What follows belongs to an exercise in optimizing a design on an open flow for small area; a production flow would make more cautious choices.
The RTL was checked by simulation tests, not by an equivalence proof against the original design.
Power and IR drop assume default switching activity.

## tmr_bank
module tmr_bank (
    input  wire        clk,
    input  wire        rst_n,
    input  wire        reg_we,
    input  wire        reg_re,
    input  wire [6:0]  reg_addr,
    input  wire [31:0] reg_wdata,
    output reg  [31:0] reg_rdata,
    output reg         range_err,
    input  wire [7:0]  tin,
    input  wire        clk32k,
    output wire [7:0]  tout,
    output wire [3:0]  irq
);
clock: 20.0 ns
lec_check: 0
abc_area: 1
cap_margin: 20
core_margin: 2
core_utilization: 42
place_density: 0.55
setup_slack_margin: 0.6
slew_margin: 20
standard.sh (not shown) runs the stock make flow with config.mk's settings and CLKGATE_MAP_FILE= SYNTH_SCRIPT=/design/flow/synth_recipe.tcl, a recipe that flattens the netlist after the stock synthesis.
==> flow/flow/run.sh <==
#!/bin/bash
# Own layout flow. It is the standard ORFS flow (standard.sh) with two
# changes:
#  1. synthesis maps the logic with an area-oriented ABC script and skips
#     Yosys's full-adder extraction; everything up to and including the
#     flip-flop mapping is unchanged, and the registers are checked against
#     the standard synthesis (run first, in orfs_ref/); if they differ the
#     standard synthesis is used instead;
#  2. clock tree synthesis gets its arguments from CTS_ARGS (no dummy loads);
#  3. repair margins can differ before and after clock tree synthesis.
# Every tool's output goes to a log file in this folder (flow_*.log) and to
# ORFS's own logs under orfs*/logs.
set -uo pipefail
here=$PWD
cts_args="-sink_clustering_enable -repair_clock_nets -dont_use_dummy_load"
[ -f flow/cts_args ] && cts_args=$(cat flow/cts_args)

python3 flow/mk_synth.py > flow_mk_synth.log 2>&1 || { cat flow_mk_synth.log; exit 1; }

# the make command line of standard.sh, without its targets
mk=$(grep -m1 '^make -C' standard.sh | sed 's/"${@:-finish}"$//')
[ -n "$mk" ] || { echo "no make line in standard.sh"; exit 1; }
ref_mk=$(echo "$mk" | sed -E "s#WORK_HOME=[^ ]+#WORK_HOME=$here/orfs_ref#")
own_mk=$(echo "$mk" | sed -E "s#SYNTH_SCRIPT=[^ ]+#SYNTH_SCRIPT=$here/my_synth_recipe.tcl#")

# 1. reference: the standard synthesis
eval "$ref_mk synth" > flow_ref_synth.log 2>&1
ref_v=$here/orfs_ref/results/$FLOW_PLATFORM/tmr_bank/base/1_2_yosys.v

# 2. own synthesis
eval "$own_mk synth" > flow_own_synth.log 2>&1
own_v=$here/orfs/results/$FLOW_PLATFORM/tmr_bank/base/1_2_yosys.v

if ! python3 flow/cmp_regs.py "$ref_v" "$own_v" > flow_cmp_regs.log 2>&1; then
    echo "registers differ: using the standard synthesis" >> flow_cmp_regs.log
    rm -rf "$here/orfs"
    own_mk=$mk
    eval "$own_mk synth" > flow_std_synth.log 2>&1
fi

# 3. the rest of the standard flow
export CTS_ARGS="$cts_args"
# more antenna repair rounds after detailed routing than ORFS's default 5
export MAX_REPAIR_ANTENNAS_ITER_DRT=${MAX_REPAIR_ANTENNAS_ITER_DRT:-20}
# margins and other make settings may differ before and after clock tree
# synthesis (flow/place_args, flow/route_args: extra make variables)
place_args=""; route_args=""
[ -f flow/place_args ] && place_args=$(cat flow/place_args)
[ -f flow/route_args ] && route_args=$(cat flow/route_args)
eval "$own_mk $place_args cts" > flow_layout.log 2>&1
eval "$own_mk $route_args finish" > flow_layout2.log 2>&1
rc=$?
odb=$here/orfs/results/$FLOW_PLATFORM/tmr_bank/base/6_final.odb
if [[ -f $odb ]]; then
    : # left out here: write the final layout as DEF
fi
exit $rc
Other scripts of this flow, unchanged in this note and not shown: flow/flow/abc_area.script, flow/flow/cmp_regs.py, flow/flow/cts_args, flow/flow/mk_synth.py, flow/flow/place_args, flow/flow/route_args
Change:
--- a/flow/config.mk
+++ b/flow/config.mk
@@ -10,4 +10,4 @@
 export CORE_MARGIN = 2
-export CORE_UTILIZATION = 42
-export PLACE_DENSITY = 0.55
+export CORE_UTILIZATION = 45
+export PLACE_DENSITY = 0.58
 export SETUP_SLACK_MARGIN = 0.6
Sequential share of layout area barely changes.
Die area came out lower by 6.6%.
Maximum frequency came out higher by 0.68%.
Wire length came out lower by 3.2%.
Combinational power hardly moves.
Final cell count came out lower by 1.5%.
First-iteration DRC count stays flat.
Global-route usage came out higher by 1.9 points.
Power came out lower by 0.52%.

re-timing with driven ports:
In the flow no input, the clock included, has a driving cell. The finished layouts below were timed again as built, in two steps.
Step 1 (the two cells are an assumption about what drives the block):
set clk [get_ports {clk}]
set_driving_cell -lib_cell sky130_fd_sc_hd__clkbuf_16 $clk
set_driving_cell -lib_cell sky130_fd_sc_hd__buf_2 [delete_from_list [all_inputs] $clk]
Step 2, shift: input delay + t, output delay - t, t = (earliest + latest rising clock arrival at the registers) / 2. This alone moves slack from input paths to output paths.
a / b / c = ideal ports / drivers / drivers and shift; a / b = the first two.
run	t (ns)	slack for setup (ns)	hold WS [ns]	slew at the worst register clock pin (ns)	pins driven straight from the clock port
the first run	1.155	0.942 / 1.020 / -0.135	0.313 / 0.313 / 0.313	0.11 / 0.11	1
the second run	1.128	1.070 / 1.163 / 0.034	0.312 / 0.312 / 0.312	0.11 / 0.11	1
Met with ideal ports but missed after step 2: setup timing in the first run. For the first run, which loses most, drivers alone change the setup slack by +0.078 ns; drivers and shift together by -1.077 ns.
